This is an optimization exercise on Yosys and OpenROAD, whose aim is small area and a short achievable clock period, not a production implementation. In this exercise RTL edits were held to simulation tests only and were not proved equivalent to the original.

==> flow/design.v <==
module lmk_crc (
    input  wire        clk,
    input  wire        rst,         
    input  wire        wr_valid,
    input  wire [2:0]  wr_sel,      
    input  wire [2:0]  wr_size,     
    input  wire [63:0] wr_data,
    output wire [31:0] ctl_rd,      
    output wire [31:0] run_lo,      
    output wire [31:0] run_hi       
);
    localparam [2:0] SEL_CTL  = 3'd0;
    localparam [2:0] SEL_LO   = 3'd1;
    localparam [2:0] SEL_HI   = 3'd2;
    localparam [2:0] SEL_FOLD = 3'd3;
    localparam [2:0] SEL_DATA = 3'd4;
    localparam [2:0] SEL_PORT = 3'd5;
    localparam [31:0] POLY32C  = 32'h82F6_3B78;             
    localparam [63:0] POLY64   = 64'h42F0_E1EB_A9EA_3693;   
    localparam [63:0] POLY64R  = 64'hC96C_5795_D787_0F42;   
    reg  [1:0]  alg;
    reg  [3:0]  data_bytes;
    reg  [3:0]  fold_bytes;
    reg  [63:0] running;
    reg  [31:0] hi_held;
    reg         hi_pending;
    assign ctl_rd = {20'd0, fold_bytes, data_bytes, 2'b00, alg};
    assign run_lo = running[31:0];
    assign run_hi = (alg == 2'd0) ? 32'd0 : running[63:32];
    function [63:0] crc_byte(input [1:0] a, input [63:0] c, input [7:0] b);
        reg [63:0] x;
        integer k;
        begin
            case (a)
                2'd0: begin
                    x = {32'd0, c[31:0] ^ {24'd0, b}};
                    for (k = 0; k < 8; k = k + 1)
                        x = x[0] ? ({32'd0, x[31:1]} ^ {32'd0, POLY32C}) : {32'd0, x[31:1]};
                end
                2'd1: begin
                    x = c ^ {b, 56'd0};
                    for (k = 0; k < 8; k = k + 1)
                        x = x[63] ? ({x[62:0], 1'b0} ^ POLY64) : {x[62:0], 1'b0};
                end
                default: begin
                    x = c ^ {56'd0, b};
                    for (k = 0; k < 8; k = k + 1)
                        x = x[0] ? ({1'b0, x[63:1]} ^ POLY64R) : {1'b0, x[63:1]};
                end
            endcase
            crc_byte = x;
        end
    endfunction
    function [63:0] init_value(input [1:0] a);
        case (a)
            2'd0:    init_value = 64'h0000_0000_FFFF_FFFF;
            2'd1:    init_value = 64'd0;
            default: init_value = 64'hFFFF_FFFF_FFFF_FFFF;
        endcase
    endfunction
    function [3:0] byte_count(input [3:0] f);
        byte_count = (f == 4'd0 || f > 4'd8) ? 4'd8 : f;
    endfunction
    wire       size8  = (wr_size == 3'd7);
    wire [3:0] nb_acc = size8 ? 4'd8 : 4'd4;
    wire [3:0] nb_db  = byte_count(data_bytes);
    wire [3:0] nb_fb  = byte_count(fold_bytes);
    reg  [3:0] nbytes;
    always @(*) begin
        nbytes = 4'd0;
        if (wr_valid) begin
            case (wr_sel)
                SEL_FOLD: nbytes = size8 ? nb_fb : 4'd0;
                SEL_DATA: nbytes = (nb_db < nb_acc) ? nb_db : nb_acc;
                SEL_PORT: nbytes = {1'b0, wr_size} + 4'd1;
                default:  nbytes = 4'd0;
            endcase
        end
    end
    reg  [63:0] crc_next;
    integer     i;
    always @(*) begin
        crc_next = running;
        for (i = 0; i < 8; i = i + 1)
            if (i < nbytes)
                crc_next = crc_byte(alg, crc_next, wr_data[8*i +: 8]);
    end
    wire [1:0] new_alg = (wr_data[1:0] == 2'd3) ? alg : wr_data[1:0];
    always @(posedge clk) begin
        if (rst) begin
            alg        <= 2'd0;
            data_bytes <= 4'd4;
            fold_bytes <= 4'd8;
            running    <= 64'h0000_0000_FFFF_FFFF;
            hi_held    <= 32'd0;
            hi_pending <= 1'b0;
        end else if (wr_valid) begin
            case (wr_sel)
                SEL_CTL: begin
                    alg        <= new_alg;
                    data_bytes <= wr_data[7:4];
                    fold_bytes <= wr_data[11:8];
                    if (wr_data[12])
                        running <= init_value(new_alg);
                end
                SEL_LO: begin
                    if (alg == 2'd0)
                        running <= {32'd0, wr_data[31:0]};
                    else if (size8)
                        running <= wr_data;
                    else
                        running <= {hi_pending ? hi_held : running[63:32], wr_data[31:0]};
                    hi_pending <= 1'b0;
                end
                SEL_HI: begin
                    if (alg != 2'd0) begin
                        hi_held    <= wr_data[31:0];
                        hi_pending <= 1'b1;
                    end
                end
                SEL_FOLD, SEL_DATA, SEL_PORT: begin
                    running <= crc_next;
                end
                default: ;
            endcase
        end
    end
endmodule
==> flow/run.sh <==
#!/bin/bash
# synth_recipe.tcl (not shown) runs the flow's synth.tcl, then flattens the netlist and writes it again
# the make line also repeats each setting of config.mk as NAME=value (left out here)
make -C /OpenROAD-flow-scripts/flow DESIGN_CONFIG=/design/flow/config.mk WORK_HOME=/design/flow/orfs CLKGATE_MAP_FILE= SYNTH_SCRIPT=/design/flow/synth_recipe.tcl finish
==> flow/config.mk <==
export PLATFORM = sky130hd
export DESIGN_NAME = lmk_crc
export DESIGN_NICKNAME = lmk_crc
export VERILOG_FILES = /design/flow/design.v
export SDC_FILE = /design/flow/constraint.sdc
export NUM_CORES = 4
export LEC_CHECK = 0
export CAP_MARGIN = 20
export CORE_MARGIN = 10
export CORE_UTILIZATION = 40
export SLEW_MARGIN = 20
==> flow/constraint.sdc <==
create_clock -name core_clock -period 30.0 [get_ports {clk}]
set_input_delay 6.0000 -clock core_clock [delete_from_list [all_inputs] [get_ports {clk}]]
set_output_delay 6.0000 -clock core_clock [all_outputs]
set_load 0.01 [all_outputs]
==> flow_summary_export.csv, run 1 <==
group,metric,value,unit
hold_path,holdPathEnd,"hi_held[15]",
clock_network,clockBufferDepth,2,
logic_synthesis,postSynthCellCount,5841,
clock_network,post_cts_buffers,0,
cells_and_area,nNetsFinal,5824,
timing,fin_crit_sh,92.4,%
detailed_routing,dr.first_iter.drc_count,8335,
global_routing,grt_usage,36.9,%
timing,grt_setup_unrepaired,"no",
global_routing,grt_max_degree,109,
global_routing,met2_usage,52.9,%
cells_and_area,fin_cells,7418,
timing,max_clock_freq,36.1,MHz
cells_and_area,num-nonclk-inverters,24,
cells_and_area,regArea,2150,um^2
timing,skew,0.0215,ns
timing,slew_violations,0,
logic_synthesis,yosys.area_share.simple,8.69,%
logic_synthesis,synthMuxAreaShare,2.16,%
timing,slew_headroom,12.8,%
global_routing,grt_pass1_vias,45125,
floorplan,dieArea,143000,um^2
outcome,status,"finished clean",
==> inputs of run 2 (changes only) <==
==> flow/design.v (replaced) <==
module lmk_crc (
    input  wire        clk,
    input  wire        rst,
    input  wire        wr_valid,
    input  wire [2:0]  wr_sel,
    input  wire [2:0]  wr_size,
    input  wire [63:0] wr_data,
    output wire [31:0] ctl_rd,
    output wire [31:0] run_lo,
    output wire [31:0] run_hi
);
    reg  [1:0]  alg;
    reg  [3:0]  data_bytes;
    reg  [3:0]  fold_bytes;
    reg  [63:0] s;
    reg  [31:0] hi_held;
    reg         hi_pending;
    wire a0 = (alg == 2'd0);
    wire a1 = (alg == 2'd1);
    function [31:0] rev32(input [31:0] v);
        integer k;
        for (k = 0; k < 32; k = k + 1) rev32[k] = v[31-k];
    endfunction
    assign ctl_rd = {20'd0, fold_bytes, data_bytes, 2'b00, alg};
    assign run_lo = a1 ? rev32(s[63:32]) : s[31:0];
    assign run_hi = a1 ? rev32(s[31:0]) : (a0 ? 32'd0 : s[63:32]);
    function [63:0] st8(input [63:0] y, input a0);
        begin
            st8[0] = y[8] ^ (a0 ? (y[0] ^ y[1] ^ y[2] ^ y[3] ^ y[4]) : (y[0] ^ y[1] ^ y[2] ^ y[4] ^ y[6]));
            st8[1] = y[9] ^ (a0 ? (y[0] ^ y[1] ^ y[2] ^ y[3] ^ y[4] ^ y[5]) : (y[0] ^ y[1] ^ y[2] ^ y[3] ^ y[5] ^ y[7]));
            st8[2] = y[10] ^ (a0 ? (y[1] ^ y[2] ^ y[3] ^ y[4] ^ y[5] ^ y[6]) : (y[0] ^ y[3]));
            st8[3] = y[11] ^ (a0 ? (y[2] ^ y[3] ^ y[4] ^ y[5] ^ y[6] ^ y[7]) : (y[0] ^ y[1] ^ y[4]));
            st8[4] = y[12] ^ (a0 ? (y[1] ^ y[2] ^ y[5] ^ y[6] ^ y[7]) : (y[1] ^ y[2] ^ y[5]));
            st8[5] = y[13] ^ (a0 ? (y[1] ^ y[4] ^ y[6] ^ y[7]) : (y[0] ^ y[2] ^ y[3] ^ y[6]));
            st8[6] = y[14] ^ (a0 ? (y[1] ^ y[3] ^ y[4] ^ y[5] ^ y[7]) : (y[0] ^ y[1] ^ y[3] ^ y[4] ^ y[7]));
            st8[7] = y[15] ^ (a0 ? (y[1] ^ y[3] ^ y[5] ^ y[6]) : (y[5] ^ y[6]));
            st8[8] = y[16] ^ (a0 ? (y[0] ^ y[2] ^ y[4] ^ y[6] ^ y[7]) : (y[0] ^ y[6] ^ y[7]));
            st8[9] = y[17] ^ (a0 ? (y[0] ^ y[2] ^ y[4] ^ y[5] ^ y[7]) : (y[0] ^ y[2] ^ y[4] ^ y[6] ^ y[7]));
            st8[10] = y[18] ^ (a0 ? (y[2] ^ y[4] ^ y[5] ^ y[6]) : (y[0] ^ y[2] ^ y[3] ^ y[4] ^ y[5] ^ y[6] ^ y[7]));
            st8[11] = y[19] ^ (a0 ? (y[3] ^ y[5] ^ y[6] ^ y[7]) : (y[0] ^ y[2] ^ y[3] ^ y[5] ^ y[7]));
            st8[12] = y[20] ^ (a0 ? (y[1] ^ y[2] ^ y[3] ^ y[6] ^ y[7]) : (y[0] ^ y[2] ^ y[3]));
            st8[13] = y[21] ^ (a0 ? (y[1] ^ y[7]) : (y[1] ^ y[3] ^ y[4]));
            st8[14] = y[22] ^ (a0 ? (y[1] ^ y[3] ^ y[4]) : (y[0] ^ y[2] ^ y[4] ^ y[5]));
            st8[15] = y[23] ^ (a0 ? (y[0] ^ y[2] ^ y[4] ^ y[5]) : (y[1] ^ y[3] ^ y[5] ^ y[6]));
            st8[16] = y[24] ^ (a0 ? (y[0] ^ y[1] ^ y[3] ^ y[5] ^ y[6]) : (y[0] ^ y[2] ^ y[4] ^ y[6] ^ y[7]));
            st8[17] = y[25] ^ (a0 ? (y[0] ^ y[1] ^ y[2] ^ y[4] ^ y[6] ^ y[7]) : (y[0] ^ y[2] ^ y[3] ^ y[4] ^ y[5] ^ y[6] ^ y[7]));
            st8[18] = y[26] ^ (a0 ? (y[4] ^ y[5] ^ y[7]) : (y[0] ^ y[2] ^ y[3] ^ y[5] ^ y[7]));
            st8[19] = y[27] ^ (a0 ? (y[0] ^ y[1] ^ y[2] ^ y[3] ^ y[4] ^ y[5] ^ y[6]) : (y[2] ^ y[3]));
            st8[20] = y[28] ^ (a0 ? (y[1] ^ y[2] ^ y[3] ^ y[4] ^ y[5] ^ y[6] ^ y[7]) : (y[3] ^ y[4]));
            st8[21] = y[29] ^ (a0 ? (y[0] ^ y[1] ^ y[5] ^ y[6] ^ y[7]) : (y[0] ^ y[4] ^ y[5]));
            st8[22] = y[30] ^ (a0 ? (y[0] ^ y[3] ^ y[4] ^ y[6] ^ y[7]) : (y[1] ^ y[5] ^ y[6]));
            st8[23] = y[31] ^ (a0 ? (y[2] ^ y[3] ^ y[5] ^ y[7]) : (y[0] ^ y[2] ^ y[6] ^ y[7]));
            st8[24] = y[32] ^ (a0 ? (y[1] ^ y[2] ^ y[6]) : (y[0] ^ y[2] ^ y[3] ^ y[4] ^ y[6] ^ y[7]));
            st8[25] = y[33] ^ (a0 ? (y[0] ^ y[2] ^ y[3] ^ y[7]) : (y[0] ^ y[2] ^ y[3] ^ y[5] ^ y[6] ^ y[7]));
            st8[26] = y[34] ^ (a0 ? (y[2]) : (y[2] ^ y[3] ^ y[7]));
            st8[27] = y[35] ^ (a0 ? (y[3]) : (y[1] ^ y[2] ^ y[3] ^ y[6]));
            st8[28] = y[36] ^ (a0 ? (y[0] ^ y[4]) : (y[2] ^ y[3] ^ y[4] ^ y[7]));
            st8[29] = y[37] ^ (a0 ? (y[0] ^ y[1] ^ y[5]) : (y[1] ^ y[2] ^ y[3] ^ y[5] ^ y[6]));
            st8[30] = y[38] ^ (a0 ? (y[0] ^ y[1] ^ y[2] ^ y[6]) : (y[2] ^ y[3] ^ y[4] ^ y[6] ^ y[7]));
            st8[31] = y[39] ^ (a0 ? (y[0] ^ y[1] ^ y[2] ^ y[3] ^ y[7]) : (y[1] ^ y[2] ^ y[3] ^ y[5] ^ y[6] ^ y[7]));
            st8[32] = y[40] ^ (a0 ? (1'b0) : (y[1] ^ y[3] ^ y[7]));
            st8[33] = y[41] ^ (a0 ? (1'b0) : (y[0] ^ y[1] ^ y[6]));
            st8[34] = y[42] ^ (a0 ? (1'b0) : (y[0] ^ y[1] ^ y[2] ^ y[7]));
            st8[35] = y[43] ^ (a0 ? (1'b0) : (y[0] ^ y[3] ^ y[4] ^ y[6]));
            st8[36] = y[44] ^ (a0 ? (1'b0) : (y[0] ^ y[1] ^ y[4] ^ y[5] ^ y[7]));
            st8[37] = y[45] ^ (a0 ? (1'b0) : (y[0] ^ y[4] ^ y[5]));
            st8[38] = y[46] ^ (a0 ? (1'b0) : (y[1] ^ y[5] ^ y[6]));
            st8[39] = y[47] ^ (a0 ? (1'b0) : (y[0] ^ y[2] ^ y[6] ^ y[7]));
            st8[40] = y[48] ^ (a0 ? (1'b0) : (y[2] ^ y[3] ^ y[4] ^ y[6] ^ y[7]));
            st8[41] = y[49] ^ (a0 ? (1'b0) : (y[1] ^ y[2] ^ y[3] ^ y[5] ^ y[6] ^ y[7]));
            st8[42] = y[50] ^ (a0 ? (1'b0) : (y[0] ^ y[1] ^ y[3] ^ y[7]));
            st8[43] = y[51] ^ (a0 ? (1'b0) : (y[0] ^ y[6]));
            st8[44] = y[52] ^ (a0 ? (1'b0) : (y[1] ^ y[7]));
            st8[45] = y[53] ^ (a0 ? (1'b0) : (y[1] ^ y[4] ^ y[6]));
            st8[46] = y[54] ^ (a0 ? (1'b0) : (y[0] ^ y[2] ^ y[5] ^ y[7]));
            st8[47] = y[55] ^ (a0 ? (1'b0) : (y[2] ^ y[3] ^ y[4]));
            st8[48] = y[56] ^ (a0 ? (1'b0) : (y[3] ^ y[4] ^ y[5]));
            st8[49] = y[57] ^ (a0 ? (1'b0) : (y[0] ^ y[4] ^ y[5] ^ y[6]));
            st8[50] = y[58] ^ (a0 ? (1'b0) : (y[0] ^ y[1] ^ y[5] ^ y[6] ^ y[7]));
            st8[51] = y[59] ^ (a0 ? (1'b0) : (y[0] ^ y[4] ^ y[7]));
            st8[52] = y[60] ^ (a0 ? (1'b0) : (y[2] ^ y[4] ^ y[5] ^ y[6]));
            st8[53] = y[61] ^ (a0 ? (1'b0) : (y[0] ^ y[3] ^ y[5] ^ y[6] ^ y[7]));
            st8[54] = y[62] ^ (a0 ? (1'b0) : (y[2] ^ y[7]));
            st8[55] = y[63] ^ (a0 ? (1'b0) : (y[1] ^ y[2] ^ y[3] ^ y[4] ^ y[6]));
            st8[56] = (a0 ? (1'b0) : (y[0] ^ y[2] ^ y[3] ^ y[4] ^ y[5] ^ y[7]));
            st8[57] = (a0 ? (1'b0) : (y[0] ^ y[2] ^ y[3] ^ y[5]));
            st8[58] = (a0 ? (1'b0) : (y[1] ^ y[3] ^ y[4] ^ y[6]));
            st8[59] = (a0 ? (1'b0) : (y[2] ^ y[4] ^ y[5] ^ y[7]));
            st8[60] = (a0 ? (1'b0) : (y[0] ^ y[1] ^ y[2] ^ y[3] ^ y[4] ^ y[5]));
            st8[61] = (a0 ? (1'b0) : (y[0] ^ y[1] ^ y[2] ^ y[3] ^ y[4] ^ y[5] ^ y[6]));
            st8[62] = (a0 ? (1'b0) : (y[1] ^ y[2] ^ y[3] ^ y[4] ^ y[5] ^ y[6] ^ y[7]));
            st8[63] = (a0 ? (1'b0) : (y[0] ^ y[1] ^ y[3] ^ y[5] ^ y[7]));
        end
    endfunction
    function [63:0] st16(input [63:0] y, input a0);
        begin
            st16[0] = y[16] ^ (a0 ? (y[0] ^ y[4] ^ y[7] ^ y[8] ^ y[9] ^ y[10] ^ y[11] ^ y[12]) : (y[0] ^ y[2] ^ y[3] ^ y[7] ^ y[8] ^ y[9] ^ y[10] ^ y[12] ^ y[14]));
            st16[1] = y[17] ^ (a0 ? (y[0] ^ y[1] ^ y[5] ^ y[8] ^ y[9] ^ y[10] ^ y[11] ^ y[12] ^ y[13]) : (y[1] ^ y[3] ^ y[4] ^ y[8] ^ y[9] ^ y[10] ^ y[11] ^ y[13] ^ y[15]));
            st16[2] = y[18] ^ (a0 ? (y[0] ^ y[1] ^ y[2] ^ y[6] ^ y[9] ^ y[10] ^ y[11] ^ y[12] ^ y[13] ^ y[14]) : (y[0] ^ y[3] ^ y[4] ^ y[5] ^ y[7] ^ y[8] ^ y[11]));
            st16[3] = y[19] ^ (a0 ? (y[1] ^ y[2] ^ y[3] ^ y[7] ^ y[10] ^ y[11] ^ y[12] ^ y[13] ^ y[14] ^ y[15]) : (y[0] ^ y[1] ^ y[4] ^ y[5] ^ y[6] ^ y[8] ^ y[9] ^ y[12]));
            st16[4] = y[20] ^ (a0 ? (y[0] ^ y[2] ^ y[3] ^ y[7] ^ y[9] ^ y[10] ^ y[13] ^ y[14] ^ y[15]) : (y[1] ^ y[2] ^ y[5] ^ y[6] ^ y[7] ^ y[9] ^ y[10] ^ y[13]));
            st16[5] = y[21] ^ (a0 ? (y[0] ^ y[1] ^ y[3] ^ y[7] ^ y[9] ^ y[12] ^ y[14] ^ y[15]) : (y[2] ^ y[3] ^ y[6] ^ y[7] ^ y[8] ^ y[10] ^ y[11] ^ y[14]));
            st16[6] = y[22] ^ (a0 ? (y[0] ^ y[1] ^ y[2] ^ y[7] ^ y[9] ^ y[11] ^ y[12] ^ y[13] ^ y[15]) : (y[3] ^ y[4] ^ y[7] ^ y[8] ^ y[9] ^ y[11] ^ y[12] ^ y[15]));
            st16[7] = y[23] ^ (a0 ? (y[1] ^ y[2] ^ y[3] ^ y[4] ^ y[7] ^ y[9] ^ y[11] ^ y[13] ^ y[14]) : (y[2] ^ y[3] ^ y[4] ^ y[5] ^ y[7] ^ y[13] ^ y[14]));
            st16[8] = y[24] ^ (a0 ? (y[2] ^ y[3] ^ y[4] ^ y[5] ^ y[8] ^ y[10] ^ y[12] ^ y[14] ^ y[15]) : (y[0] ^ y[3] ^ y[4] ^ y[5] ^ y[6] ^ y[8] ^ y[14] ^ y[15]));
            st16[9] = y[25] ^ (a0 ? (y[3] ^ y[5] ^ y[6] ^ y[7] ^ y[8] ^ y[10] ^ y[12] ^ y[13] ^ y[15]) : (y[1] ^ y[2] ^ y[3] ^ y[4] ^ y[5] ^ y[6] ^ y[8] ^ y[10] ^ y[12] ^ y[14] ^ y[15]));
            st16[10] = y[26] ^ (a0 ? (y[6] ^ y[10] ^ y[12] ^ y[13] ^ y[14]) : (y[4] ^ y[5] ^ y[6] ^ y[8] ^ y[10] ^ y[11] ^ y[12] ^ y[13] ^ y[14] ^ y[15]));
            st16[11] = y[27] ^ (a0 ? (y[0] ^ y[7] ^ y[11] ^ y[13] ^ y[14] ^ y[15]) : (y[2] ^ y[3] ^ y[5] ^ y[6] ^ y[8] ^ y[10] ^ y[11] ^ y[13] ^ y[15]));
            st16[12] = y[28] ^ (a0 ? (y[0] ^ y[1] ^ y[4] ^ y[7] ^ y[9] ^ y[10] ^ y[11] ^ y[14] ^ y[15]) : (y[0] ^ y[2] ^ y[4] ^ y[6] ^ y[8] ^ y[10] ^ y[11]));
            st16[13] = y[29] ^ (a0 ? (y[1] ^ y[2] ^ y[4] ^ y[5] ^ y[7] ^ y[9] ^ y[15]) : (y[0] ^ y[1] ^ y[3] ^ y[5] ^ y[7] ^ y[9] ^ y[11] ^ y[12]));
            st16[14] = y[30] ^ (a0 ? (y[2] ^ y[3] ^ y[4] ^ y[5] ^ y[6] ^ y[7] ^ y[9] ^ y[11] ^ y[12]) : (y[0] ^ y[1] ^ y[2] ^ y[4] ^ y[6] ^ y[8] ^ y[10] ^ y[12] ^ y[13]));
            st16[15] = y[31] ^ (a0 ? (y[0] ^ y[3] ^ y[4] ^ y[5] ^ y[6] ^ y[7] ^ y[8] ^ y[10] ^ y[12] ^ y[13]) : (y[0] ^ y[1] ^ y[2] ^ y[3] ^ y[5] ^ y[7] ^ y[9] ^ y[11] ^ y[13] ^ y[14]));
            st16[16] = y[32] ^ (a0 ? (y[1] ^ y[4] ^ y[5] ^ y[6] ^ y[7] ^ y[8] ^ y[9] ^ y[11] ^ y[13] ^ y[14]) : (y[1] ^ y[2] ^ y[3] ^ y[4] ^ y[6] ^ y[8] ^ y[10] ^ y[12] ^ y[14] ^ y[15]));
            st16[17] = y[33] ^ (a0 ? (y[0] ^ y[2] ^ y[5] ^ y[6] ^ y[7] ^ y[8] ^ y[9] ^ y[10] ^ y[12] ^ y[14] ^ y[15]) : (y[4] ^ y[5] ^ y[8] ^ y[10] ^ y[11] ^ y[12] ^ y[13] ^ y[14] ^ y[15]));
            st16[18] = y[34] ^ (a0 ? (y[1] ^ y[3] ^ y[4] ^ y[6] ^ y[12] ^ y[13] ^ y[15]) : (y[2] ^ y[3] ^ y[5] ^ y[6] ^ y[7] ^ y[8] ^ y[10] ^ y[11] ^ y[13] ^ y[15]));
            st16[19] = y[35] ^ (a0 ? (y[2] ^ y[5] ^ y[8] ^ y[9] ^ y[10] ^ y[11] ^ y[12] ^ y[13] ^ y[14]) : (y[2] ^ y[4] ^ y[6] ^ y[10] ^ y[11]));
            st16[20] = y[36] ^ (a0 ? (y[3] ^ y[6] ^ y[9] ^ y[10] ^ y[11] ^ y[12] ^ y[13] ^ y[14] ^ y[15]) : (y[0] ^ y[3] ^ y[5] ^ y[7] ^ y[11] ^ y[12]));
            st16[21] = y[37] ^ (a0 ? (y[0] ^ y[8] ^ y[9] ^ y[13] ^ y[14] ^ y[15]) : (y[1] ^ y[4] ^ y[6] ^ y[8] ^ y[12] ^ y[13]));
            st16[22] = y[38] ^ (a0 ? (y[1] ^ y[4] ^ y[7] ^ y[8] ^ y[11] ^ y[12] ^ y[14] ^ y[15]) : (y[0] ^ y[2] ^ y[5] ^ y[7] ^ y[9] ^ y[13] ^ y[14]));
            st16[23] = y[39] ^ (a0 ? (y[0] ^ y[2] ^ y[4] ^ y[5] ^ y[7] ^ y[10] ^ y[11] ^ y[13] ^ y[15]) : (y[0] ^ y[1] ^ y[3] ^ y[6] ^ y[8] ^ y[10] ^ y[14] ^ y[15]));
            st16[24] = y[40] ^ (a0 ? (y[0] ^ y[1] ^ y[3] ^ y[4] ^ y[5] ^ y[6] ^ y[7] ^ y[9] ^ y[10] ^ y[14]) : (y[1] ^ y[3] ^ y[4] ^ y[8] ^ y[10] ^ y[11] ^ y[12] ^ y[14] ^ y[15]));
            st16[25] = y[41] ^ (a0 ? (y[0] ^ y[1] ^ y[2] ^ y[4] ^ y[5] ^ y[6] ^ y[7] ^ y[8] ^ y[10] ^ y[11] ^ y[15]) : (y[3] ^ y[4] ^ y[5] ^ y[7] ^ y[8] ^ y[10] ^ y[11] ^ y[13] ^ y[14] ^ y[15]));
            st16[26] = y[42] ^ (a0 ? (y[1] ^ y[2] ^ y[3] ^ y[4] ^ y[5] ^ y[6] ^ y[10]) : (y[0] ^ y[2] ^ y[3] ^ y[4] ^ y[5] ^ y[6] ^ y[7] ^ y[10] ^ y[11] ^ y[15]));
            st16[27] = y[43] ^ (a0 ? (y[2] ^ y[3] ^ y[4] ^ y[5] ^ y[6] ^ y[7] ^ y[11]) : (y[0] ^ y[1] ^ y[2] ^ y[4] ^ y[5] ^ y[6] ^ y[9] ^ y[10] ^ y[11] ^ y[14]));
            st16[28] = y[44] ^ (a0 ? (y[0] ^ y[3] ^ y[4] ^ y[5] ^ y[6] ^ y[7] ^ y[8] ^ y[12]) : (y[0] ^ y[1] ^ y[2] ^ y[3] ^ y[5] ^ y[6] ^ y[7] ^ y[10] ^ y[11] ^ y[12] ^ y[15]));
            st16[29] = y[45] ^ (a0 ? (y[1] ^ y[4] ^ y[5] ^ y[6] ^ y[7] ^ y[8] ^ y[9] ^ y[13]) : (y[1] ^ y[4] ^ y[6] ^ y[9] ^ y[10] ^ y[11] ^ y[13] ^ y[14]));
            st16[30] = y[46] ^ (a0 ? (y[2] ^ y[5] ^ y[6] ^ y[7] ^ y[8] ^ y[9] ^ y[10] ^ y[14]) : (y[0] ^ y[2] ^ y[5] ^ y[7] ^ y[10] ^ y[11] ^ y[12] ^ y[14] ^ y[15]));
            st16[31] = y[47] ^ (a0 ? (y[3] ^ y[6] ^ y[7] ^ y[8] ^ y[9] ^ y[10] ^ y[11] ^ y[15]) : (y[1] ^ y[2] ^ y[6] ^ y[7] ^ y[9] ^ y[10] ^ y[11] ^ y[13] ^ y[14] ^ y[15]));
            st16[32] = y[48] ^ (a0 ? (1'b0) : (y[9] ^ y[11] ^ y[15]));
            st16[33] = y[49] ^ (a0 ? (1'b0) : (y[0] ^ y[2] ^ y[3] ^ y[7] ^ y[8] ^ y[9] ^ y[14]));
            st16[34] = y[50] ^ (a0 ? (1'b0) : (y[1] ^ y[3] ^ y[4] ^ y[8] ^ y[9] ^ y[10] ^ y[15]));
            st16[35] = y[51] ^ (a0 ? (1'b0) : (y[3] ^ y[4] ^ y[5] ^ y[7] ^ y[8] ^ y[11] ^ y[12] ^ y[14]));
            st16[36] = y[52] ^ (a0 ? (1'b0) : (y[0] ^ y[4] ^ y[5] ^ y[6] ^ y[8] ^ y[9] ^ y[12] ^ y[13] ^ y[15]));
            st16[37] = y[53] ^ (a0 ? (1'b0) : (y[1] ^ y[2] ^ y[3] ^ y[5] ^ y[6] ^ y[8] ^ y[12] ^ y[13]));
            st16[38] = y[54] ^ (a0 ? (1'b0) : (y[2] ^ y[3] ^ y[4] ^ y[6] ^ y[7] ^ y[9] ^ y[13] ^ y[14]));
            st16[39] = y[55] ^ (a0 ? (1'b0) : (y[0] ^ y[3] ^ y[4] ^ y[5] ^ y[7] ^ y[8] ^ y[10] ^ y[14] ^ y[15]));
            st16[40] = y[56] ^ (a0 ? (1'b0) : (y[0] ^ y[1] ^ y[2] ^ y[3] ^ y[4] ^ y[5] ^ y[6] ^ y[7] ^ y[10] ^ y[11] ^ y[12] ^ y[14] ^ y[15]));
            st16[41] = y[57] ^ (a0 ? (1'b0) : (y[1] ^ y[4] ^ y[5] ^ y[6] ^ y[9] ^ y[10] ^ y[11] ^ y[13] ^ y[14] ^ y[15]));
            st16[42] = y[58] ^ (a0 ? (1'b0) : (y[3] ^ y[5] ^ y[6] ^ y[8] ^ y[9] ^ y[11] ^ y[15]));
            st16[43] = y[59] ^ (a0 ? (1'b0) : (y[0] ^ y[2] ^ y[3] ^ y[4] ^ y[6] ^ y[8] ^ y[14]));
            st16[44] = y[60] ^ (a0 ? (1'b0) : (y[0] ^ y[1] ^ y[3] ^ y[4] ^ y[5] ^ y[7] ^ y[9] ^ y[15]));
            st16[45] = y[61] ^ (a0 ? (1'b0) : (y[0] ^ y[1] ^ y[3] ^ y[4] ^ y[5] ^ y[6] ^ y[7] ^ y[9] ^ y[12] ^ y[14]));
            st16[46] = y[62] ^ (a0 ? (1'b0) : (y[0] ^ y[1] ^ y[2] ^ y[4] ^ y[5] ^ y[6] ^ y[7] ^ y[8] ^ y[10] ^ y[13] ^ y[15]));
            st16[47] = y[63] ^ (a0 ? (1'b0) : (y[1] ^ y[5] ^ y[6] ^ y[10] ^ y[11] ^ y[12]));
            st16[48] = (a0 ? (1'b0) : (y[0] ^ y[2] ^ y[6] ^ y[7] ^ y[11] ^ y[12] ^ y[13]));
            st16[49] = (a0 ? (1'b0) : (y[1] ^ y[3] ^ y[7] ^ y[8] ^ y[12] ^ y[13] ^ y[14]));
            st16[50] = (a0 ? (1'b0) : (y[2] ^ y[4] ^ y[8] ^ y[9] ^ y[13] ^ y[14] ^ y[15]));
            st16[51] = (a0 ? (1'b0) : (y[0] ^ y[2] ^ y[5] ^ y[7] ^ y[8] ^ y[12] ^ y[15]));
            st16[52] = (a0 ? (1'b0) : (y[1] ^ y[2] ^ y[6] ^ y[7] ^ y[10] ^ y[12] ^ y[13] ^ y[14]));
            st16[53] = (a0 ? (1'b0) : (y[0] ^ y[2] ^ y[3] ^ y[7] ^ y[8] ^ y[11] ^ y[13] ^ y[14] ^ y[15]));
            st16[54] = (a0 ? (1'b0) : (y[0] ^ y[1] ^ y[2] ^ y[4] ^ y[7] ^ y[10] ^ y[15]));
            st16[55] = (a0 ? (1'b0) : (y[0] ^ y[1] ^ y[5] ^ y[7] ^ y[9] ^ y[10] ^ y[11] ^ y[12] ^ y[14]));
            st16[56] = (a0 ? (1'b0) : (y[1] ^ y[2] ^ y[6] ^ y[8] ^ y[10] ^ y[11] ^ y[12] ^ y[13] ^ y[15]));
            st16[57] = (a0 ? (1'b0) : (y[8] ^ y[10] ^ y[11] ^ y[13]));
            st16[58] = (a0 ? (1'b0) : (y[0] ^ y[9] ^ y[11] ^ y[12] ^ y[14]));
            st16[59] = (a0 ? (1'b0) : (y[1] ^ y[10] ^ y[12] ^ y[13] ^ y[15]));
            st16[60] = (a0 ? (1'b0) : (y[0] ^ y[3] ^ y[7] ^ y[8] ^ y[9] ^ y[10] ^ y[11] ^ y[12] ^ y[13]));
            st16[61] = (a0 ? (1'b0) : (y[1] ^ y[4] ^ y[8] ^ y[9] ^ y[10] ^ y[11] ^ y[12] ^ y[13] ^ y[14]));
            st16[62] = (a0 ? (1'b0) : (y[0] ^ y[2] ^ y[5] ^ y[9] ^ y[10] ^ y[11] ^ y[12] ^ y[13] ^ y[14] ^ y[15]));
            st16[63] = (a0 ? (1'b0) : (y[1] ^ y[2] ^ y[6] ^ y[7] ^ y[8] ^ y[9] ^ y[11] ^ y[13] ^ y[15]));
        end
    endfunction
    function [63:0] st32(input [63:0] y, input a0);
        begin
            st32[0] = y[32] ^ (a0 ? (y[1] ^ y[2] ^ y[4] ^ y[5] ^ y[6] ^ y[7] ^ y[9] ^ y[11] ^ y[14] ^ y[15] ^ y[16] ^ y[20] ^ y[23] ^ y[24] ^ y[25] ^ y[26] ^ y[27] ^ y[28]) : (y[4] ^ y[6] ^ y[7] ^ y[8] ^ y[11] ^ y[13] ^ y[16] ^ y[18] ^ y[19] ^ y[23] ^ y[24] ^ y[25] ^ y[26] ^ y[28] ^ y[30]));
            st32[1] = y[33] ^ (a0 ? (y[2] ^ y[3] ^ y[5] ^ y[6] ^ y[7] ^ y[8] ^ y[10] ^ y[12] ^ y[15] ^ y[16] ^ y[17] ^ y[21] ^ y[24] ^ y[25] ^ y[26] ^ y[27] ^ y[28] ^ y[29]) : (y[5] ^ y[7] ^ y[8] ^ y[9] ^ y[12] ^ y[14] ^ y[17] ^ y[19] ^ y[20] ^ y[24] ^ y[25] ^ y[26] ^ y[27] ^ y[29] ^ y[31]));
            st32[2] = y[34] ^ (a0 ? (y[3] ^ y[4] ^ y[6] ^ y[7] ^ y[8] ^ y[9] ^ y[11] ^ y[13] ^ y[16] ^ y[17] ^ y[18] ^ y[22] ^ y[25] ^ y[26] ^ y[27] ^ y[28] ^ y[29] ^ y[30]) : (y[0] ^ y[4] ^ y[7] ^ y[9] ^ y[10] ^ y[11] ^ y[15] ^ y[16] ^ y[19] ^ y[20] ^ y[21] ^ y[23] ^ y[24] ^ y[27]));
            st32[3] = y[35] ^ (a0 ? (y[0] ^ y[4] ^ y[5] ^ y[7] ^ y[8] ^ y[9] ^ y[10] ^ y[12] ^ y[14] ^ y[17] ^ y[18] ^ y[19] ^ y[23] ^ y[26] ^ y[27] ^ y[28] ^ y[29] ^ y[30] ^ y[31]) : (y[0] ^ y[1] ^ y[5] ^ y[8] ^ y[10] ^ y[11] ^ y[12] ^ y[16] ^ y[17] ^ y[20] ^ y[21] ^ y[22] ^ y[24] ^ y[25] ^ y[28]));
            st32[4] = y[36] ^ (a0 ? (y[0] ^ y[2] ^ y[4] ^ y[7] ^ y[8] ^ y[10] ^ y[13] ^ y[14] ^ y[16] ^ y[18] ^ y[19] ^ y[23] ^ y[25] ^ y[26] ^ y[29] ^ y[30] ^ y[31]) : (y[0] ^ y[1] ^ y[2] ^ y[6] ^ y[9] ^ y[11] ^ y[12] ^ y[13] ^ y[17] ^ y[18] ^ y[21] ^ y[22] ^ y[23] ^ y[25] ^ y[26] ^ y[29]));
            st32[5] = y[37] ^ (a0 ? (y[0] ^ y[2] ^ y[3] ^ y[4] ^ y[6] ^ y[7] ^ y[8] ^ y[16] ^ y[17] ^ y[19] ^ y[23] ^ y[25] ^ y[28] ^ y[30] ^ y[31]) : (y[1] ^ y[2] ^ y[3] ^ y[7] ^ y[10] ^ y[12] ^ y[13] ^ y[14] ^ y[18] ^ y[19] ^ y[22] ^ y[23] ^ y[24] ^ y[26] ^ y[27] ^ y[30]));
            st32[6] = y[38] ^ (a0 ? (y[2] ^ y[3] ^ y[6] ^ y[8] ^ y[11] ^ y[14] ^ y[15] ^ y[16] ^ y[17] ^ y[18] ^ y[23] ^ y[25] ^ y[27] ^ y[28] ^ y[29] ^ y[31]) : (y[0] ^ y[2] ^ y[3] ^ y[4] ^ y[8] ^ y[11] ^ y[13] ^ y[14] ^ y[15] ^ y[19] ^ y[20] ^ y[23] ^ y[24] ^ y[25] ^ y[27] ^ y[28] ^ y[31]));
            st32[7] = y[39] ^ (a0 ? (y[0] ^ y[1] ^ y[2] ^ y[3] ^ y[5] ^ y[6] ^ y[11] ^ y[12] ^ y[14] ^ y[17] ^ y[18] ^ y[19] ^ y[20] ^ y[23] ^ y[25] ^ y[27] ^ y[29] ^ y[30]) : (y[0] ^ y[1] ^ y[3] ^ y[5] ^ y[6] ^ y[7] ^ y[8] ^ y[9] ^ y[11] ^ y[12] ^ y[13] ^ y[14] ^ y[15] ^ y[18] ^ y[19] ^ y[20] ^ y[21] ^ y[23] ^ y[29] ^ y[30]));
            st32[8] = y[40] ^ (a0 ? (y[1] ^ y[2] ^ y[3] ^ y[4] ^ y[6] ^ y[7] ^ y[12] ^ y[13] ^ y[15] ^ y[18] ^ y[19] ^ y[20] ^ y[21] ^ y[24] ^ y[26] ^ y[28] ^ y[30] ^ y[31]) : (y[0] ^ y[1] ^ y[2] ^ y[4] ^ y[6] ^ y[7] ^ y[8] ^ y[9] ^ y[10] ^ y[12] ^ y[13] ^ y[14] ^ y[15] ^ y[16] ^ y[19] ^ y[20] ^ y[21] ^ y[22] ^ y[24] ^ y[30] ^ y[31]));
            st32[9] = y[41] ^ (a0 ? (y[0] ^ y[1] ^ y[3] ^ y[6] ^ y[8] ^ y[9] ^ y[11] ^ y[13] ^ y[15] ^ y[19] ^ y[21] ^ y[22] ^ y[23] ^ y[24] ^ y[26] ^ y[28] ^ y[29] ^ y[31]) : (y[1] ^ y[2] ^ y[3] ^ y[4] ^ y[5] ^ y[6] ^ y[9] ^ y[10] ^ y[14] ^ y[15] ^ y[17] ^ y[18] ^ y[19] ^ y[20] ^ y[21] ^ y[22] ^ y[24] ^ y[26] ^ y[28] ^ y[30] ^ y[31]));
            st32[10] = y[42] ^ (a0 ? (y[5] ^ y[6] ^ y[10] ^ y[11] ^ y[12] ^ y[15] ^ y[22] ^ y[26] ^ y[28] ^ y[29] ^ y[30]) : (y[2] ^ y[3] ^ y[5] ^ y[8] ^ y[10] ^ y[13] ^ y[15] ^ y[20] ^ y[21] ^ y[22] ^ y[24] ^ y[26] ^ y[27] ^ y[28] ^ y[29] ^ y[30] ^ y[31]));
            st32[11] = y[43] ^ (a0 ? (y[0] ^ y[6] ^ y[7] ^ y[11] ^ y[12] ^ y[13] ^ y[16] ^ y[23] ^ y[27] ^ y[29] ^ y[30] ^ y[31]) : (y[3] ^ y[7] ^ y[8] ^ y[9] ^ y[13] ^ y[14] ^ y[18] ^ y[19] ^ y[21] ^ y[22] ^ y[24] ^ y[26] ^ y[27] ^ y[29] ^ y[31]));
            st32[12] = y[44] ^ (a0 ? (y[2] ^ y[4] ^ y[5] ^ y[6] ^ y[8] ^ y[9] ^ y[11] ^ y[12] ^ y[13] ^ y[15] ^ y[16] ^ y[17] ^ y[20] ^ y[23] ^ y[25] ^ y[26] ^ y[27] ^ y[30] ^ y[31]) : (y[6] ^ y[7] ^ y[9] ^ y[10] ^ y[11] ^ y[13] ^ y[14] ^ y[15] ^ y[16] ^ y[18] ^ y[20] ^ y[22] ^ y[24] ^ y[26] ^ y[27]));
            st32[13] = y[45] ^ (a0 ? (y[0] ^ y[1] ^ y[2] ^ y[3] ^ y[4] ^ y[10] ^ y[11] ^ y[12] ^ y[13] ^ y[15] ^ y[17] ^ y[18] ^ y[20] ^ y[21] ^ y[23] ^ y[25] ^ y[31]) : (y[0] ^ y[7] ^ y[8] ^ y[10] ^ y[11] ^ y[12] ^ y[14] ^ y[15] ^ y[16] ^ y[17] ^ y[19] ^ y[21] ^ y[23] ^ y[25] ^ y[27] ^ y[28]));
            st32[14] = y[46] ^ (a0 ? (y[3] ^ y[6] ^ y[7] ^ y[9] ^ y[12] ^ y[13] ^ y[15] ^ y[18] ^ y[19] ^ y[20] ^ y[21] ^ y[22] ^ y[23] ^ y[25] ^ y[27] ^ y[28]) : (y[1] ^ y[8] ^ y[9] ^ y[11] ^ y[12] ^ y[13] ^ y[15] ^ y[16] ^ y[17] ^ y[18] ^ y[20] ^ y[22] ^ y[24] ^ y[26] ^ y[28] ^ y[29]));
            st32[15] = y[47] ^ (a0 ? (y[0] ^ y[4] ^ y[7] ^ y[8] ^ y[10] ^ y[13] ^ y[14] ^ y[16] ^ y[19] ^ y[20] ^ y[21] ^ y[22] ^ y[23] ^ y[24] ^ y[26] ^ y[28] ^ y[29]) : (y[0] ^ y[2] ^ y[9] ^ y[10] ^ y[12] ^ y[13] ^ y[14] ^ y[16] ^ y[17] ^ y[18] ^ y[19] ^ y[21] ^ y[23] ^ y[25] ^ y[27] ^ y[29] ^ y[30]));
            st32[16] = y[48] ^ (a0 ? (y[0] ^ y[1] ^ y[5] ^ y[8] ^ y[9] ^ y[11] ^ y[14] ^ y[15] ^ y[17] ^ y[20] ^ y[21] ^ y[22] ^ y[23] ^ y[24] ^ y[25] ^ y[27] ^ y[29] ^ y[30]) : (y[1] ^ y[3] ^ y[10] ^ y[11] ^ y[13] ^ y[14] ^ y[15] ^ y[17] ^ y[18] ^ y[19] ^ y[20] ^ y[22] ^ y[24] ^ y[26] ^ y[28] ^ y[30] ^ y[31]));
            st32[17] = y[49] ^ (a0 ? (y[1] ^ y[2] ^ y[6] ^ y[9] ^ y[10] ^ y[12] ^ y[15] ^ y[16] ^ y[18] ^ y[21] ^ y[22] ^ y[23] ^ y[24] ^ y[25] ^ y[26] ^ y[28] ^ y[30] ^ y[31]) : (y[2] ^ y[6] ^ y[7] ^ y[8] ^ y[12] ^ y[13] ^ y[14] ^ y[15] ^ y[20] ^ y[21] ^ y[24] ^ y[26] ^ y[27] ^ y[28] ^ y[29] ^ y[30] ^ y[31]));
            st32[18] = y[50] ^ (a0 ? (y[0] ^ y[1] ^ y[3] ^ y[4] ^ y[5] ^ y[6] ^ y[9] ^ y[10] ^ y[13] ^ y[14] ^ y[15] ^ y[17] ^ y[19] ^ y[20] ^ y[22] ^ y[28] ^ y[29] ^ y[31]) : (y[0] ^ y[3] ^ y[4] ^ y[6] ^ y[9] ^ y[11] ^ y[14] ^ y[15] ^ y[18] ^ y[19] ^ y[21] ^ y[22] ^ y[23] ^ y[24] ^ y[26] ^ y[27] ^ y[29] ^ y[31]));
            st32[19] = y[51] ^ (a0 ? (y[9] ^ y[10] ^ y[18] ^ y[21] ^ y[24] ^ y[25] ^ y[26] ^ y[27] ^ y[28] ^ y[29] ^ y[30]) : (y[0] ^ y[1] ^ y[5] ^ y[6] ^ y[8] ^ y[10] ^ y[11] ^ y[12] ^ y[13] ^ y[15] ^ y[18] ^ y[20] ^ y[22] ^ y[26] ^ y[27]));
            st32[20] = y[52] ^ (a0 ? (y[10] ^ y[11] ^ y[19] ^ y[22] ^ y[25] ^ y[26] ^ y[27] ^ y[28] ^ y[29] ^ y[30] ^ y[31]) : (y[1] ^ y[2] ^ y[6] ^ y[7] ^ y[9] ^ y[11] ^ y[12] ^ y[13] ^ y[14] ^ y[16] ^ y[19] ^ y[21] ^ y[23] ^ y[27] ^ y[28]));
            st32[21] = y[53] ^ (a0 ? (y[1] ^ y[2] ^ y[4] ^ y[5] ^ y[6] ^ y[7] ^ y[9] ^ y[12] ^ y[14] ^ y[15] ^ y[16] ^ y[24] ^ y[25] ^ y[29] ^ y[30] ^ y[31]) : (y[0] ^ y[2] ^ y[3] ^ y[7] ^ y[8] ^ y[10] ^ y[12] ^ y[13] ^ y[14] ^ y[15] ^ y[17] ^ y[20] ^ y[22] ^ y[24] ^ y[28] ^ y[29]));
            st32[22] = y[54] ^ (a0 ? (y[0] ^ y[1] ^ y[3] ^ y[4] ^ y[8] ^ y[9] ^ y[10] ^ y[11] ^ y[13] ^ y[14] ^ y[17] ^ y[20] ^ y[23] ^ y[24] ^ y[27] ^ y[28] ^ y[30] ^ y[31]) : (y[1] ^ y[3] ^ y[4] ^ y[8] ^ y[9] ^ y[11] ^ y[13] ^ y[14] ^ y[15] ^ y[16] ^ y[18] ^ y[21] ^ y[23] ^ y[25] ^ y[29] ^ y[30]));
            st32[23] = y[55] ^ (a0 ? (y[6] ^ y[7] ^ y[10] ^ y[12] ^ y[16] ^ y[18] ^ y[20] ^ y[21] ^ y[23] ^ y[26] ^ y[27] ^ y[29] ^ y[31]) : (y[2] ^ y[4] ^ y[5] ^ y[9] ^ y[10] ^ y[12] ^ y[14] ^ y[15] ^ y[16] ^ y[17] ^ y[19] ^ y[22] ^ y[24] ^ y[26] ^ y[30] ^ y[31]));
            st32[24] = y[56] ^ (a0 ? (y[0] ^ y[1] ^ y[2] ^ y[4] ^ y[5] ^ y[6] ^ y[8] ^ y[9] ^ y[13] ^ y[14] ^ y[15] ^ y[16] ^ y[17] ^ y[19] ^ y[20] ^ y[21] ^ y[22] ^ y[23] ^ y[25] ^ y[26] ^ y[30]) : (y[3] ^ y[4] ^ y[5] ^ y[7] ^ y[8] ^ y[10] ^ y[15] ^ y[17] ^ y[19] ^ y[20] ^ y[24] ^ y[26] ^ y[27] ^ y[28] ^ y[30] ^ y[31]));
            st32[25] = y[57] ^ (a0 ? (y[1] ^ y[2] ^ y[3] ^ y[5] ^ y[6] ^ y[7] ^ y[9] ^ y[10] ^ y[14] ^ y[15] ^ y[16] ^ y[17] ^ y[18] ^ y[20] ^ y[21] ^ y[22] ^ y[23] ^ y[24] ^ y[26] ^ y[27] ^ y[31]) : (y[0] ^ y[5] ^ y[7] ^ y[9] ^ y[13] ^ y[19] ^ y[20] ^ y[21] ^ y[23] ^ y[24] ^ y[26] ^ y[27] ^ y[29] ^ y[30] ^ y[31]));
            st32[26] = y[58] ^ (a0 ? (y[0] ^ y[1] ^ y[3] ^ y[5] ^ y[8] ^ y[9] ^ y[10] ^ y[14] ^ y[17] ^ y[18] ^ y[19] ^ y[20] ^ y[21] ^ y[22] ^ y[26]) : (y[1] ^ y[4] ^ y[7] ^ y[10] ^ y[11] ^ y[13] ^ y[14] ^ y[16] ^ y[18] ^ y[19] ^ y[20] ^ y[21] ^ y[22] ^ y[23] ^ y[26] ^ y[27] ^ y[31]));
            st32[27] = y[59] ^ (a0 ? (y[0] ^ y[1] ^ y[2] ^ y[4] ^ y[6] ^ y[9] ^ y[10] ^ y[11] ^ y[15] ^ y[18] ^ y[19] ^ y[20] ^ y[21] ^ y[22] ^ y[23] ^ y[27]) : (y[2] ^ y[4] ^ y[5] ^ y[6] ^ y[7] ^ y[12] ^ y[13] ^ y[14] ^ y[15] ^ y[16] ^ y[17] ^ y[18] ^ y[20] ^ y[21] ^ y[22] ^ y[25] ^ y[26] ^ y[27] ^ y[30]));
            st32[28] = y[60] ^ (a0 ? (y[0] ^ y[1] ^ y[2] ^ y[3] ^ y[5] ^ y[7] ^ y[10] ^ y[11] ^ y[12] ^ y[16] ^ y[19] ^ y[20] ^ y[21] ^ y[22] ^ y[23] ^ y[24] ^ y[28]) : (y[3] ^ y[5] ^ y[6] ^ y[7] ^ y[8] ^ y[13] ^ y[14] ^ y[15] ^ y[16] ^ y[17] ^ y[18] ^ y[19] ^ y[21] ^ y[22] ^ y[23] ^ y[26] ^ y[27] ^ y[28] ^ y[31]));
            st32[29] = y[61] ^ (a0 ? (y[1] ^ y[2] ^ y[3] ^ y[4] ^ y[6] ^ y[8] ^ y[11] ^ y[12] ^ y[13] ^ y[17] ^ y[20] ^ y[21] ^ y[22] ^ y[23] ^ y[24] ^ y[25] ^ y[29]) : (y[0] ^ y[9] ^ y[11] ^ y[13] ^ y[14] ^ y[15] ^ y[17] ^ y[20] ^ y[22] ^ y[25] ^ y[26] ^ y[27] ^ y[29] ^ y[30]));
            st32[30] = y[62] ^ (a0 ? (y[0] ^ y[2] ^ y[3] ^ y[4] ^ y[5] ^ y[7] ^ y[9] ^ y[12] ^ y[13] ^ y[14] ^ y[18] ^ y[21] ^ y[22] ^ y[23] ^ y[24] ^ y[25] ^ y[26] ^ y[30]) : (y[1] ^ y[10] ^ y[12] ^ y[14] ^ y[15] ^ y[16] ^ y[18] ^ y[21] ^ y[23] ^ y[26] ^ y[27] ^ y[28] ^ y[30] ^ y[31]));
            st32[31] = y[63] ^ (a0 ? (y[0] ^ y[1] ^ y[3] ^ y[4] ^ y[5] ^ y[6] ^ y[8] ^ y[10] ^ y[13] ^ y[14] ^ y[15] ^ y[19] ^ y[22] ^ y[23] ^ y[24] ^ y[25] ^ y[26] ^ y[27] ^ y[31]) : (y[2] ^ y[4] ^ y[6] ^ y[7] ^ y[8] ^ y[15] ^ y[17] ^ y[18] ^ y[22] ^ y[23] ^ y[25] ^ y[26] ^ y[27] ^ y[29] ^ y[30] ^ y[31]));
            st32[32] = (a0 ? (1'b0) : (y[3] ^ y[4] ^ y[5] ^ y[6] ^ y[9] ^ y[11] ^ y[13] ^ y[25] ^ y[27] ^ y[31]));
            st32[33] = (a0 ? (1'b0) : (y[0] ^ y[5] ^ y[8] ^ y[10] ^ y[11] ^ y[12] ^ y[13] ^ y[14] ^ y[16] ^ y[18] ^ y[19] ^ y[23] ^ y[24] ^ y[25] ^ y[30]));
            st32[34] = (a0 ? (1'b0) : (y[0] ^ y[1] ^ y[6] ^ y[9] ^ y[11] ^ y[12] ^ y[13] ^ y[14] ^ y[15] ^ y[17] ^ y[19] ^ y[20] ^ y[24] ^ y[25] ^ y[26] ^ y[31]));
            st32[35] = (a0 ? (1'b0) : (y[0] ^ y[1] ^ y[2] ^ y[4] ^ y[6] ^ y[8] ^ y[10] ^ y[11] ^ y[12] ^ y[14] ^ y[15] ^ y[19] ^ y[20] ^ y[21] ^ y[23] ^ y[24] ^ y[27] ^ y[28] ^ y[30]));
            st32[36] = (a0 ? (1'b0) : (y[0] ^ y[1] ^ y[2] ^ y[3] ^ y[5] ^ y[7] ^ y[9] ^ y[11] ^ y[12] ^ y[13] ^ y[15] ^ y[16] ^ y[20] ^ y[21] ^ y[22] ^ y[24] ^ y[25] ^ y[28] ^ y[29] ^ y[31]));
            st32[37] = (a0 ? (1'b0) : (y[1] ^ y[2] ^ y[3] ^ y[7] ^ y[10] ^ y[11] ^ y[12] ^ y[14] ^ y[17] ^ y[18] ^ y[19] ^ y[21] ^ y[22] ^ y[24] ^ y[28] ^ y[29]));
            st32[38] = (a0 ? (1'b0) : (y[0] ^ y[2] ^ y[3] ^ y[4] ^ y[8] ^ y[11] ^ y[12] ^ y[13] ^ y[15] ^ y[18] ^ y[19] ^ y[20] ^ y[22] ^ y[23] ^ y[25] ^ y[29] ^ y[30]));
            st32[39] = (a0 ? (1'b0) : (y[1] ^ y[3] ^ y[4] ^ y[5] ^ y[9] ^ y[12] ^ y[13] ^ y[14] ^ y[16] ^ y[19] ^ y[20] ^ y[21] ^ y[23] ^ y[24] ^ y[26] ^ y[30] ^ y[31]));
            st32[40] = (a0 ? (1'b0) : (y[2] ^ y[5] ^ y[7] ^ y[8] ^ y[10] ^ y[11] ^ y[14] ^ y[15] ^ y[16] ^ y[17] ^ y[18] ^ y[19] ^ y[20] ^ y[21] ^ y[22] ^ y[23] ^ y[26] ^ y[27] ^ y[28] ^ y[30] ^ y[31]));
            st32[41] = (a0 ? (1'b0) : (y[0] ^ y[3] ^ y[4] ^ y[7] ^ y[9] ^ y[12] ^ y[13] ^ y[15] ^ y[17] ^ y[20] ^ y[21] ^ y[22] ^ y[25] ^ y[26] ^ y[27] ^ y[29] ^ y[30] ^ y[31]));
            st32[42] = (a0 ? (1'b0) : (y[1] ^ y[5] ^ y[6] ^ y[7] ^ y[10] ^ y[11] ^ y[14] ^ y[19] ^ y[21] ^ y[22] ^ y[24] ^ y[25] ^ y[27] ^ y[31]));
            st32[43] = (a0 ? (1'b0) : (y[0] ^ y[2] ^ y[4] ^ y[12] ^ y[13] ^ y[15] ^ y[16] ^ y[18] ^ y[19] ^ y[20] ^ y[22] ^ y[24] ^ y[30]));
            st32[44] = (a0 ? (1'b0) : (y[1] ^ y[3] ^ y[5] ^ y[13] ^ y[14] ^ y[16] ^ y[17] ^ y[19] ^ y[20] ^ y[21] ^ y[23] ^ y[25] ^ y[31]));
            st32[45] = (a0 ? (1'b0) : (y[2] ^ y[7] ^ y[8] ^ y[11] ^ y[13] ^ y[14] ^ y[15] ^ y[16] ^ y[17] ^ y[19] ^ y[20] ^ y[21] ^ y[22] ^ y[23] ^ y[25] ^ y[28] ^ y[30]));
            st32[46] = (a0 ? (1'b0) : (y[3] ^ y[8] ^ y[9] ^ y[12] ^ y[14] ^ y[15] ^ y[16] ^ y[17] ^ y[18] ^ y[20] ^ y[21] ^ y[22] ^ y[23] ^ y[24] ^ y[26] ^ y[29] ^ y[31]));
            st32[47] = (a0 ? (1'b0) : (y[0] ^ y[6] ^ y[7] ^ y[8] ^ y[9] ^ y[10] ^ y[11] ^ y[15] ^ y[17] ^ y[21] ^ y[22] ^ y[26] ^ y[27] ^ y[28]));
            st32[48] = (a0 ? (1'b0) : (y[1] ^ y[7] ^ y[8] ^ y[9] ^ y[10] ^ y[11] ^ y[12] ^ y[16] ^ y[18] ^ y[22] ^ y[23] ^ y[27] ^ y[28] ^ y[29]));
            st32[49] = (a0 ? (1'b0) : (y[0] ^ y[2] ^ y[8] ^ y[9] ^ y[10] ^ y[11] ^ y[12] ^ y[13] ^ y[17] ^ y[19] ^ y[23] ^ y[24] ^ y[28] ^ y[29] ^ y[30]));
            st32[50] = (a0 ? (1'b0) : (y[0] ^ y[1] ^ y[3] ^ y[9] ^ y[10] ^ y[11] ^ y[12] ^ y[13] ^ y[14] ^ y[18] ^ y[20] ^ y[24] ^ y[25] ^ y[29] ^ y[30] ^ y[31]));
            st32[51] = (a0 ? (1'b0) : (y[0] ^ y[1] ^ y[2] ^ y[6] ^ y[7] ^ y[8] ^ y[10] ^ y[12] ^ y[14] ^ y[15] ^ y[16] ^ y[18] ^ y[21] ^ y[23] ^ y[24] ^ y[28] ^ y[31]));
            st32[52] = (a0 ? (1'b0) : (y[1] ^ y[2] ^ y[3] ^ y[4] ^ y[6] ^ y[9] ^ y[15] ^ y[17] ^ y[18] ^ y[22] ^ y[23] ^ y[26] ^ y[28] ^ y[29] ^ y[30]));
            st32[53] = (a0 ? (1'b0) : (y[0] ^ y[2] ^ y[3] ^ y[4] ^ y[5] ^ y[7] ^ y[10] ^ y[16] ^ y[18] ^ y[19] ^ y[23] ^ y[24] ^ y[27] ^ y[29] ^ y[30] ^ y[31]));
            st32[54] = (a0 ? (1'b0) : (y[0] ^ y[1] ^ y[3] ^ y[5] ^ y[7] ^ y[13] ^ y[16] ^ y[17] ^ y[18] ^ y[20] ^ y[23] ^ y[26] ^ y[31]));
            st32[55] = (a0 ? (1'b0) : (y[0] ^ y[1] ^ y[2] ^ y[7] ^ y[11] ^ y[13] ^ y[14] ^ y[16] ^ y[17] ^ y[21] ^ y[23] ^ y[25] ^ y[26] ^ y[27] ^ y[28] ^ y[30]));
            st32[56] = (a0 ? (1'b0) : (y[0] ^ y[1] ^ y[2] ^ y[3] ^ y[8] ^ y[12] ^ y[14] ^ y[15] ^ y[17] ^ y[18] ^ y[22] ^ y[24] ^ y[26] ^ y[27] ^ y[28] ^ y[29] ^ y[31]));
            st32[57] = (a0 ? (1'b0) : (y[1] ^ y[2] ^ y[3] ^ y[6] ^ y[7] ^ y[8] ^ y[9] ^ y[11] ^ y[15] ^ y[24] ^ y[26] ^ y[27] ^ y[29]));
            st32[58] = (a0 ? (1'b0) : (y[0] ^ y[2] ^ y[3] ^ y[4] ^ y[7] ^ y[8] ^ y[9] ^ y[10] ^ y[12] ^ y[16] ^ y[25] ^ y[27] ^ y[28] ^ y[30]));
            st32[59] = (a0 ? (1'b0) : (y[0] ^ y[1] ^ y[3] ^ y[4] ^ y[5] ^ y[8] ^ y[9] ^ y[10] ^ y[11] ^ y[13] ^ y[17] ^ y[26] ^ y[28] ^ y[29] ^ y[31]));
            st32[60] = (a0 ? (1'b0) : (y[0] ^ y[1] ^ y[2] ^ y[5] ^ y[7] ^ y[8] ^ y[9] ^ y[10] ^ y[12] ^ y[13] ^ y[14] ^ y[16] ^ y[19] ^ y[23] ^ y[24] ^ y[25] ^ y[26] ^ y[27] ^ y[28] ^ y[29]));
            st32[61] = (a0 ? (1'b0) : (y[1] ^ y[2] ^ y[3] ^ y[6] ^ y[8] ^ y[9] ^ y[10] ^ y[11] ^ y[13] ^ y[14] ^ y[15] ^ y[17] ^ y[20] ^ y[24] ^ y[25] ^ y[26] ^ y[27] ^ y[28] ^ y[29] ^ y[30]));
            st32[62] = (a0 ? (1'b0) : (y[2] ^ y[3] ^ y[4] ^ y[7] ^ y[9] ^ y[10] ^ y[11] ^ y[12] ^ y[14] ^ y[15] ^ y[16] ^ y[18] ^ y[21] ^ y[25] ^ y[26] ^ y[27] ^ y[28] ^ y[29] ^ y[30] ^ y[31]));
            st32[63] = (a0 ? (1'b0) : (y[3] ^ y[5] ^ y[6] ^ y[7] ^ y[10] ^ y[12] ^ y[15] ^ y[17] ^ y[18] ^ y[22] ^ y[23] ^ y[24] ^ y[25] ^ y[27] ^ y[29] ^ y[31]));
        end
    endfunction
    function [2:0] cnt_m1(input [3:0] f);    
        cnt_m1 = (f == 4'd0 || f > 4'd8) ? 3'd7 : f[2:0] - 3'd1;
    endfunction
    wire       size8 = (wr_size == 3'd7);
    wire [2:0] m_db  = cnt_m1(data_bytes);
    wire [2:0] m_fb  = cnt_m1(fold_bytes);
    wire [2:0] m_db4 = (!size8 && m_db > 3'd3) ? 3'd3 : m_db;
    reg  [2:0] m;       
    reg        proc;
    always @(*) begin
        m = 3'd0; proc = 1'b0;
        case (wr_sel)
            3'd3: begin m = m_fb;    proc = size8; end
            3'd4: begin m = m_db4;   proc = 1'b1;  end
            3'd5: begin m = wr_size; proc = 1'b1;  end
            default: ;
        endcase
    end
    reg [63:0] dx;
    integer b, t;
    always @(*) begin
        for (b = 0; b < 8; b = b + 1)
            for (t = 0; t < 8; t = t + 1)
                dx[8*b+t] = (b <= m) & (a1 ? wr_data[8*b+7-t] : wr_data[8*b+t]);
    end
    wire [63:0] y0 = {a0 ? 32'd0 : s[63:32], s[31:0]} ^ dx;
    wire [63:0] y1 = m[0] ? st8(y0, a0)  : y0;
    wire [63:0] y2 = m[1] ? st16(y1, a0) : y1;
    wire [63:0] y3 = m[2] ? st32(y2, a0) : y2;
    wire [63:0] crc = st8(y3, a0);
    wire [1:0] new_alg = (wr_data[1:0] == 2'd3) ? alg : wr_data[1:0];
    wire       flip    = a1 ^ (new_alg == 2'd1);
    always @(posedge clk) begin
        if (rst) begin
            alg        <= 2'd0;
            data_bytes <= 4'd4;
            fold_bytes <= 4'd8;
            s          <= 64'h0000_0000_FFFF_FFFF;
            hi_held    <= 32'd0;
            hi_pending <= 1'b0;
        end else if (wr_valid) begin
            case (wr_sel)
                3'd0: begin
                    alg        <= new_alg;
                    data_bytes <= wr_data[7:4];
                    fold_bytes <= wr_data[11:8];
                    if (wr_data[12])
                        s <= (new_alg == 2'd0) ? 64'h0000_0000_FFFF_FFFF :
                             (new_alg == 2'd1) ? 64'd0 : 64'hFFFF_FFFF_FFFF_FFFF;
                    else if (flip)
                        s <= {rev32(s[31:0]), rev32(s[63:32])};
                end
                3'd1: begin
                    if (a0)
                        s <= {32'd0, wr_data[31:0]};
                    else if (a1)
                        s <= size8 ? {rev32(wr_data[31:0]), rev32(wr_data[63:32])}
                                   : {rev32(wr_data[31:0]), hi_pending ? rev32(hi_held) : s[31:0]};
                    else
                        s <= size8 ? wr_data : {hi_pending ? hi_held : s[63:32], wr_data[31:0]};
                    hi_pending <= 1'b0;
                end
                3'd2: begin
                    if (!a0) begin
                        hi_held    <= wr_data[31:0];
                        hi_pending <= 1'b1;
                    end
                end
                3'd3, 3'd4, 3'd5: begin
                    if (proc) s <= crc;
                end
                default: ;
            endcase
        end
    end
endmodule
==> run 2 against run 1 <==
Effect of this change:
- worst hold slack improved by 0.0027 ns
- final cell count fell by 32%
- routed wire length fell by 39%
- non-clock buffer count fell by 112
- setup slack improved by 11 ns
- synthesized cell count fell by 32%
- register-to-register slack improved by 10 ns
- maximum frequency rose by 69%
==> flow_summary_export.csv, run 2 <==
group,metric,value,unit
logic_synthesis,synth_largest_area_cell,"xnor2_1",
critical_path,required,30.29,ns
critical_path,cpMaxStageDelayCell,"xor2_1",
logic_synthesis,avgSynthCellArea,7.82,um^2
global_routing,grt_pass1_wl,232000,um
timing,slew_headroom,18.8,%
logic_synthesis,postSynthCellCount,4001,
timing,slew_violations,0,
clock_network,clock_latency,0.39,ns
clock_network,clockBufferDepth,2,
cells_and_area,final_cell_mix,"918 x xnor2_1, 478 x nand2_1, 325 x nor2_1",
clock_network,cts.clk_slew.worst_paths,0.09,ns
clock_network,post_cts_buffers,0,
logic_synthesis,synthAdderAreaFrac,0.0800,%
clock_network,ctsHoldBuffers,0,
floorplan,rows,102,
global_routing,antenna_found_initial,5,
logic_synthesis,ys_seq_area_share,6.85,%
timing,max_clock_freq,60.8,MHz
timing,tns,0,ns
floorplan,dieArea,89800,um^2
detailed_routing,vias_per_cell,6.32,
cells_and_area,final_common_cell,"xnor2_1",
cells_and_area,final_util,44.3,%
logic_synthesis,async_flop_share,0,%
placement,routabilityCongestion,1.06,
timing,finalSetupViolCount,0,
timing,skew,0.0199,ns
logic_synthesis,synthMuxAreaShare,5.17,%
logic_synthesis,synth_edf_count,0,
clock_network,htreeDepth,3,
placement,dpl_cell_area,34000,um^2
logic_synthesis,yosys.area_share.simple,14.6,%
detailed_routing,dr.first_iter.drc_count,5355,
cells_and_area,regMostFlops,"s",
cells_and_area,top_regs,"s: 64 flops, hi_held: 32 flops",
logic_synthesis,ys_ff_latch,107,
cells_and_area,nNetsFinal,4072,
timing,fin_crit_sh,54.8,%
clock_network,cts_buffers,9,
global_routing,grt_max_degree,136,
logic_synthesis,synth-main-ff-cell,"dfxtp_1",
critical_path,worstSetupPathType,"input port to register",
timing,grt_setup_unrepaired,"no",
critical_path,crit_arrival,16.73,ns
critical_path,cpMostUsedCell,"xnor3_1",
detailed_routing,drc,0,
timing,worst_pin_slew,1.20,ns
clock_network,cts_resized,0,
detailed_routing,wire_per_inst,33.7,um
cells_and_area,fin_cells,5044,
job,cap_viol_max_count,0,
global_routing,grt_usage,35.9,%
detailed_routing,antenna_left,0,
floorplan,die_x,300,um
cells_and_area,syn2layout_area_growth,9.62,%
outcome,status,"finished clean",
global_routing,grt_pass1_vias,28780,
logic_synthesis,synthXorXnorAreaFrac,48.9,%
logic_synthesis,yosysUniqueCellTypes,109,
critical_path,crit_path_start_kind,"input port",
logic_synthesis,yosysMostFrequentCell,"xnor2_1",
timing,fin_crit,16.44,ns
floorplan,num_io_pins,169,
placement,placed_cells,5026,
-- run 2: cell types whose count changed after synthesis, sizes merged, moves of 94 or more --
| cell | change |
|---|---|
| xor2 | -314 |
| a221oi | -146 |
| xnor3 | -155 |
| o21ai | -94 |
| buf | -138 |
| nand2 | +150 |
| xnor2 | -806 |
-- run 2: per-layer routing --
metal,vias up,track usage [%],part of all wire [%]
met5,-,0,0.021
li1,13643,-,-
met4,6,16.8,6.0
met3,490,10.4,14
met2,2400,52.6,41
met1,15356,48.0,39
-- run 2: worst max-delay path, delay by kind of cell --
kind	cells	cell delay, ns
compound gates	7	3.44
buf+inv	2	1.53
simple gates	7	1.95
mux	2	0.72
xor+xnor	7	2.98
-- run 2: cells by family after synthesis --
family	after synthesis
AOI/OAI and AO/OA	909
xor gates and xnor gates	1435
adders and majority gates	2
buffers and inverters	344
DFF	107
muxes	146
other	1
and+or+nand+nor	1057
-- run 2: per-stage QoR --
stage	hold slack, ns
2_1_floorplan	0.436
4_1_cts	0.459
6_report	0.461
5_1_grt	0.471
3_5_place_dp	0.446
3_3_place_gp	0.442
-- run 2: path summary, 6_finish.rpt --
check                            startpoint          end  slack [ns]  cells past startpoint
worst min-delay path            hi_held[31]  hi_held[31]        0.46                      2
worst max register to register       alg[0]        s[19]       18.97                     28
worst min register to register  hi_held[31]  hi_held[31]        0.46                      2
worst max-delay path              wr_sel[1]        s[10]       13.56                     25
-- run 2: final cells by class --
type / count / area [um^2]
fillers: 8012 / 43200
multi-input cells: 3571 / 27900
repair buffers: 291 / 2570
flip-flops and latches: 107 / 2150
well taps: 1040 / 1300
clock buffers: 9 / 225
clock inverters: 7 / 101
inverters: 17 / 63.8
diodes: 2 / 5.00

==> afterwards: timing with drivers on the ports <==
No port has a modelled driver above. Below, the same layouts with a new extraction and two added sets of constraints. Step 1 assumes that a clkbuf_16 drives the clock port and a buf_2 every other input. Step 2 adds t to the input delays and takes it off the output delays; t is the mean of the earliest and latest rising clock arrival at the registers after step 1. Input paths then give back, and output paths get back, about the clock's delay inside the block. Slacks: no drivers / after step 1 / after step 2; pairs: no drivers / after step 1.
| run | t, ns | slack for setup (ns) | worst register clock-pin slew, ns | worst slew at a driven data input, ns | cell pins on the clock port's net |
|---|---|---|---|---|---|
| run 1 | 0.469 | 2.289 / 2.328 / 1.860 | 0.11 / 0.11 | 0.05 | 1 |
| run 2 | 0.436 | 13.560 / 13.578 / 13.142 | 0.10 / 0.10 | 0.06 | 1 |
After both steps setup and hold are still met in every run listed. The setup slack of run 1, which loses most, moves by +0.039 ns with the drivers and by -0.429 ns with both steps.
